This is an optimization exercise on Yosys and OpenROAD, whose aim is small area, a short achievable clock period and few clock cycles per item, not a production implementation.
Function was checked by simulation only, so behaviour that the tests miss may differ from the original.

**design/flow/run.sh**
```bash
#!/bin/bash
# synth_recipe.tcl (not shown) runs the flow's synth.tcl, then flattens the netlist and writes it again
# the make line also repeats each setting of config.mk as NAME=value (left out here)
make -C /OpenROAD-flow-scripts/flow DESIGN_CONFIG=/design/flow/config.mk WORK_HOME=/design/flow/orfs CLKGATE_MAP_FILE= SYNTH_SCRIPT=/design/flow/synth_recipe.tcl finish
```
**design/flow/config.mk**
```make
export PLATFORM = sky130hd
export DESIGN_NAME = par_engine
export DESIGN_NICKNAME = par_engine
export VERILOG_FILES = /design/flow/design.v
export SDC_FILE = /design/flow/constraint.sdc
export NUM_CORES = 4
export LEC_CHECK = 0
export CAP_MARGIN = 20
export CORE_MARGIN = 2
export CORE_UTILIZATION = 30
export SLEW_MARGIN = 20
```
**design/flow/constraint.sdc**
```tcl
create_clock -name core_clock -period 22.0 [get_ports {clk}]
set_input_delay 4.4000 -clock core_clock [delete_from_list [all_inputs] [get_ports {clk}]]
set_output_delay 4.4000 -clock core_clock [all_outputs]
set_load 0.01 [all_outputs]
```
**design/flow/design.v**
```verilog
module par_engine (
    input  wire         clk,
    input  wire         rst_n,
    input  wire         in_valid,
    output wire         in_ready,
    input  wire         in_first,
    input  wire         in_last,
    input  wire [1:0]   in_kind,      
    input  wire [3:0]   in_sheet,
    input  wire [127:0] in_data,
    input  wire [1:0]   cfg_nerase,   
    input  wire [3:0]   cfg_sx,
    input  wire [3:0]   cfg_sy,
    output reg          out_valid,
    input  wire         out_ready,
    output reg  [127:0] out_a,
    output reg  [127:0] out_b,
    output reg          out_lost
);
    localparam KIND_DATA = 2'd0;
    localparam KIND_P    = 2'd1;
    localparam KIND_Q    = 2'd2;
    function [7:0] gf_mul;
        input [7:0] a;
        input [7:0] b;
        integer i;
        reg [7:0] p, aa;
        begin
            p  = 8'h00;
            aa = a;
            for (i = 0; i < 8; i = i + 1) begin
                if (b[i]) p = p ^ aa;
                aa = {aa[6:0], 1'b0} ^ (aa[7] ? 8'h1D : 8'h00);
            end
            gf_mul = p;
        end
    endfunction
    function [7:0] gf_pow2;
        input [3:0] s;
        integer i;
        reg [7:0] w;
        begin
            w = 8'h01;
            for (i = 0; i < 15; i = i + 1)
                if (i < s) w = {w[6:0], 1'b0} ^ (w[7] ? 8'h1D : 8'h00);
            gf_pow2 = w;
        end
    endfunction
    function [7:0] gf_inv;
        input [7:0] a;
        integer i;
        reg [7:0] x, r;
        begin
            x = a;
            r = 8'h01;
            for (i = 0; i < 7; i = i + 1) begin
                x = gf_mul(x, x);
                r = gf_mul(r, x);
            end
            gf_inv = r;
        end
    endfunction
    function [127:0] gf_scale;
        input [7:0]   c;
        input [127:0] v;
        integer k;
        begin
            for (k = 0; k < 16; k = k + 1)
                gf_scale[8*k +: 8] = gf_mul(c, v[8*k +: 8]);
        end
    endfunction
    reg [127:0] acc_d;       
    reg [127:0] acc_q;       
    reg [127:0] reg_p;       
    reg [127:0] reg_q;       
    reg         seen_p;
    reg         seen_q;
    reg [1:0]   g_nerase;
    reg [3:0]   g_sx;
    reg [3:0]   g_sy;
    wire take = in_valid && in_ready;
    assign in_ready = !out_valid || out_ready;
    wire [127:0] base_d  = in_first ? 128'd0 : acc_d;
    wire [127:0] base_q  = in_first ? 128'd0 : acc_q;
    wire         base_sp = in_first ? 1'b0   : seen_p;
    wire         base_sq = in_first ? 1'b0   : seen_q;
    wire [1:0]   cur_nerase = in_first ? cfg_nerase : g_nerase;
    wire [3:0]   cur_sx     = in_first ? cfg_sx     : g_sx;
    wire [3:0]   cur_sy     = in_first ? cfg_sy     : g_sy;
    wire is_data = (in_kind == KIND_DATA);
    wire is_p    = (in_kind == KIND_P);
    wire is_q    = (in_kind == KIND_Q);
    wire [127:0] nxt_d  = is_data ? (base_d ^ in_data) : base_d;
    wire [127:0] nxt_q  = is_data ? (base_q ^ gf_scale(gf_pow2(in_sheet), in_data)) : base_q;
    wire [127:0] nxt_rp = is_p ? in_data : reg_p;
    wire [127:0] nxt_rq = is_q ? in_data : reg_q;
    wire         nxt_sp = base_sp | is_p;
    wire         nxt_sq = base_sq | is_q;
    always @(posedge clk) begin
        if (!rst_n) begin
            acc_d    <= 128'd0;
            acc_q    <= 128'd0;
            reg_p    <= 128'd0;
            reg_q    <= 128'd0;
            seen_p   <= 1'b0;
            seen_q   <= 1'b0;
            g_nerase <= 2'd0;
            g_sx     <= 4'd0;
            g_sy     <= 4'd0;
        end else if (take) begin
            acc_d    <= nxt_d;
            acc_q    <= nxt_q;
            reg_p    <= nxt_rp;
            reg_q    <= nxt_rq;
            seen_p   <= nxt_sp;
            seen_q   <= nxt_sq;
            g_nerase <= cur_nerase;
            g_sx     <= cur_sx;
            g_sy     <= cur_sy;
        end
    end
    wire [7:0]   w_x   = gf_pow2(cur_sx);
    wire [7:0]   w_y   = gf_pow2(cur_sy);
    wire [127:0] p_pr  = nxt_rp ^ nxt_d;    
    wire [127:0] q_pr  = nxt_rq ^ nxt_q;    
    wire [127:0] two_num = q_pr ^ gf_scale(w_y, p_pr);
    wire [127:0] two_dx  = gf_scale(gf_inv(w_x ^ w_y), two_num);
    wire [127:0] two_dy  = p_pr ^ two_dx;
    wire [127:0] one_dq  = gf_scale(gf_inv(w_x), q_pr);
    reg [127:0] res_a;
    reg [127:0] res_b;
    reg         res_lost;
    always @(*) begin
        res_a    = 128'd0;
        res_b    = 128'd0;
        res_lost = 1'b0;
        case (cur_nerase)
            2'd0: begin
                res_a = nxt_d;
                res_b = nxt_q;
            end
            2'd1: begin
                if (nxt_sp)      res_a = p_pr;
                else if (nxt_sq) res_a = one_dq;
                else             res_lost = 1'b1;
            end
            default: begin
                if (nxt_sp && nxt_sq) begin
                    res_a = two_dx;
                    res_b = two_dy;
                end else begin
                    res_lost = 1'b1;
                end
            end
        endcase
    end
    always @(posedge clk) begin
        if (!rst_n) begin
            out_valid <= 1'b0;
            out_a     <= 128'd0;
            out_b     <= 128'd0;
            out_lost  <= 1'b0;
        end else begin
            if (out_valid && out_ready)
                out_valid <= 1'b0;
            if (take && in_last) begin
                out_valid <= 1'b1;
                out_a     <= res_a;
                out_b     <= res_b;
                out_lost  <= res_lost;
            end
        end
    end
endmodule
```
==> run notes <==
final cells by class:
cell class | count | area (sq um)
Multi-Input combinational cell | 17940 | 118000
Clock buffer | 138 | 2845
Clock inverter | 41 | 574.3
Timing Repair Buffer | 2306 | 19830
Inverter | 185 | 714.4
Antenna cell | 47 | 117.6
Tap cell | 6174 | 7725
Fill cell | 49230 | 298100
Sequential cell | 782 | 15660
final timing paths:
check,end,cells past startpoint,from,slack [ns]
worst min register to register,acc_q[94],2,acc_q[94],0.46
worst max register to register,out_b[56],67,g_sx[3],4.45
worst max-delay path,out_b[56],66,cfg_sy[1],0.68
worst min-delay path,acc_q[94],2,acc_q[94],0.46
cell usage in the layout (no fill, tap or decap), types with 53 or more instances in the layout:
cell type        synthesis  layout
a22oi_1                275     275
nor2_1                2386    2377
and2_1                 253     251
a31oi_1                 89      88
o221ai_1                53      53
mux2i_1                286     281
inv_1                  166     166
a21o_1                  54      53
a221oi_1               145     136
a21oi_1               1544    1541
xnor2_1               3441    3326
xnor2_2                 35     131
nor2b_1                242     242
xnor3_1                425     410
nand2b_1                82      82
o22ai_1                352     351
a211oi_1                80      78
a21boi_0               364     364
clkbuf_16                0     100
nand2_1               3840    3829
dfxtp_1                782     782
o21ai_1                 92      93
o211ai_1               134     134
xor2_1                 862     807
nor3_1                 257     255
clkdlybuf4s50_1          0     405
a22o_1                  58      58
o21ai_0               1475    1470
nand3_1                372     371
buf_4                   18    1775
buf_12                   0     118
metrics by stage:
step	hold WS [ns]	cells	cell area, sq um	setup WS, ns
after floorplan	0.4389	20840	139900	0.004347
final	0.4602	27620	165400	0.6800
after CTS	0.4628	27560	164900	0.6086
after detailed placement	0.4541	27380	161500	-0.1521
after global placement	0.4463	27380	161400	-0.1065
after global routing	0.4804	27590	165400	0.0008864
flip-flops by register name, summed over array words and instances (netlist names), 2 cells and up:
signal,flops
g_sy,4
g_nerase,2
reg_p,128
out_a,128
g_sx,4
reg_q,128
acc_d,128
out_b,128
acc_q,128
critical path, delay by kind of cell:
kind	cells	cell delay (ns)
adders and majority gates	2	0.87
and+or+nand+nor	14	2.82
buffers and inverters	10	2.43
xor gates and xnor gates	26	7.94
AOI/OAI and AO/OA	10	2.53
muxes	4	0.93
cells in the mapped netlist, types with 54 or more instances:
master / instances / area [sq um]
a221oi_1: 145 / 1270
nand2_1: 3840 / 14410
nor2b_1: 242 / 1514
o21ai_0: 1475 / 7382
mux2i_1: 286 / 2863
nand3_1: 372 / 1862
and2_1: 253 / 1583
inv_1: 166 / 623.1
o211ai_1: 134 / 1006
a21boi_0: 364 / 2733
a31oi_1: 89 / 556.8
a21oi_1: 1544 / 7727
buf_1: 218 / 818.3
xor2_1: 862 / 7550
clkbuf_1: 1540 / 5781
a211oi_1: 80 / 600.6
o21ai_1: 92 / 460.4
xnor2_1: 3441 / 30140
a22oi_1: 275 / 2064
nor3_1: 257 / 1286
a21o_1: 54 / 405.4
buf_2: 146 / 730.7
dfxtp_1: 782 / 15660
xnor3_1: 425 / 9572
o22ai_1: 352 / 2202
nand2b_1: 82 / 513.0
a22o_1: 58 / 508.0
nor2_1: 2386 / 8956
layer usage:
metal	routed length [microns]	GRT usage, %	vias to the layer above
met3	106600	10.49	2103
met2	303600	43.69	10650
met4	59090	19.34	40
met1	298600	40.27	74740
met5	744	0	-
li1	-	-	70690
repair_timing:
item | CTS | global route
buffers inserted | 0 | 10
gates resized for setup | 0 | 42
setup endpoints to repair | 0 | 253
cells by family after synthesis:
kind of cell               synth area share, %
and+or+nand+nor                          22.74
AOI/OAI and AO/OA                        22.03
xor gates and xnor gates                 35.52
buffers and inverters                    5.882
DFF                                      11.21
muxes                                    2.430
adders and majority gates               0.1989
==> results.py <==
metrics = {
    "status": {
        "outcome": "finished clean",
    },
    "sta": {
        "fmax_mhz": 46.90,
        "min_period_ns": 21.32,
        "grt_setup_unrepaired": "false",
        "max_slew.worst_pin.slew_ns": 1.370,
        "relSlewSlack_pct": 8.386,
        "setup_viol": 0,
        "skew_ns": 0.1072,
        "finalSetupTns_ns": 0,
        "slew_viol_final": 0,
        "fin_crit_sh_pct": 96.91,
        "hold_violations": 0,
    },
    "place": {
        "place_congestion": 1.089,
        "hpwlAfterDp_microns": 571400,
        "io_buffer_count": 408,
    },
    "routing": {
        "drc": 0,
        "vias_per_cell": 5.729,
        "drt_wl_total_microns": 768600,
        "vias": 158200,
        "first_pass_iters": 11,
        "drt_iter0_markers": 25320,
        "detail_route.wl_per_cell_microns": 27.83,
        "ant_nets": 0,
    },
    "clock_tree": {
        "cts_sinks": 782,
        "cts_tree": "built",
        "clk_path_buf_depth": 3,
        "clkLatencyLatePin_ns": 0.82,
        "hold_buffers": 0,
        "cts_root_buffer": "clkbuf_16",
        "htreeDepth": 3,
        "clk_pin_slew_ns": 0.06,
        "cts_buffers": 100,
    },
    "floorplanning": {
        "die-width_microns": 686.3,
        "initial_utilization_pct": 30.13,
        "core_area_sq_mm": 0.4636,
        "die-area_sq_mm": 0.4711,
        "io_pins": 409,
        "rows": 250,
        "fp.dieH_microns": 686.3,
    },
    "yosys": {
        "synth_cells": 20840,
        "avgSynthCellArea_sq_um": 6.703,
        "yosysSeqAreaShare_pct": 11.21,
        "synth_top_flop_cell": "dfxtp_1",
        "synth_area_sq_mm": 0.1397,
        "synth_edf_count": 0,
        "ys_ff_latch": 782,
        "async_flop_share_pct": 0,
        "syn_nets": 21010,
        "yosys_warnings": 1,
        "yosysUniqueCellTypes": 118,
    },
    "hold_path": {
        "hp-class": "reg -> reg",
    },
    "worst_setup_path": {
        "crit_path_top_delay_cell": "xnor2_1",
        "worstPathMaxFanout": 20,
        "required_ns": 22.68,
        "max_stage_delay_ns": 0.77,
        "start_kind": "primary input",
        "end_kind": "register",
        "criticalPathCategory": "in -> reg",
        "crit_arrival_ns": 22.00,
    },
    "cells_and_area": {
        "areaGrowthSynthToFinish_pct": 18.43,
        "fin_util_pct": 35.68,
        "drive_above_1_share_pct": 11.74,
        "layout.nets": 21490,
    },
    "global_routing": {
        "gr-usage-all-layers_pct": 31.01,
        "overflow": 0,
        "grt_antenna_before_repair": 77,
        "grt_pass1_vias": 140700,
        "grt_pass1_wl_microns": 1074000,
        "grt_start_max_net_pins": 141,
    },
    "flow_run": {
        "cap_violations": 0,
    },
}
Testbench counts, summed over its fixed seeds: cycles 23,739, items 3,200.

-- what the ideal ports hide --
How much do the figures lean on ideal ports? The routed layout below was timed once more, with nothing changed but the port constraints.
Step 1: set_driving_cell puts a clkbuf_16 on clk and a buf_2 on each other input, an assumption about the parent block.
Step 2 moves the port delays by t, midway between the first and last clock arrival at a register: inputs arrive t later, outputs are due t later. That takes back most of the time a late clock gives input paths.
Three values: ideal ports, drivers, drivers and shift; two values: the first two.
t (ns): 0.852
setup WS [ns]: 0.680 / 0.626 / -0.226
clock arrival spread, ns: 0.120 / 0.120
worst data-port slew with drivers (ns): 0.25
cell pins on the clock port's net: 1
With both steps, setup timing fails in this run, where it was met with ideal ports. The setup slack of this run moves by -0.054 ns with the drivers and by -0.906 ns with both steps.
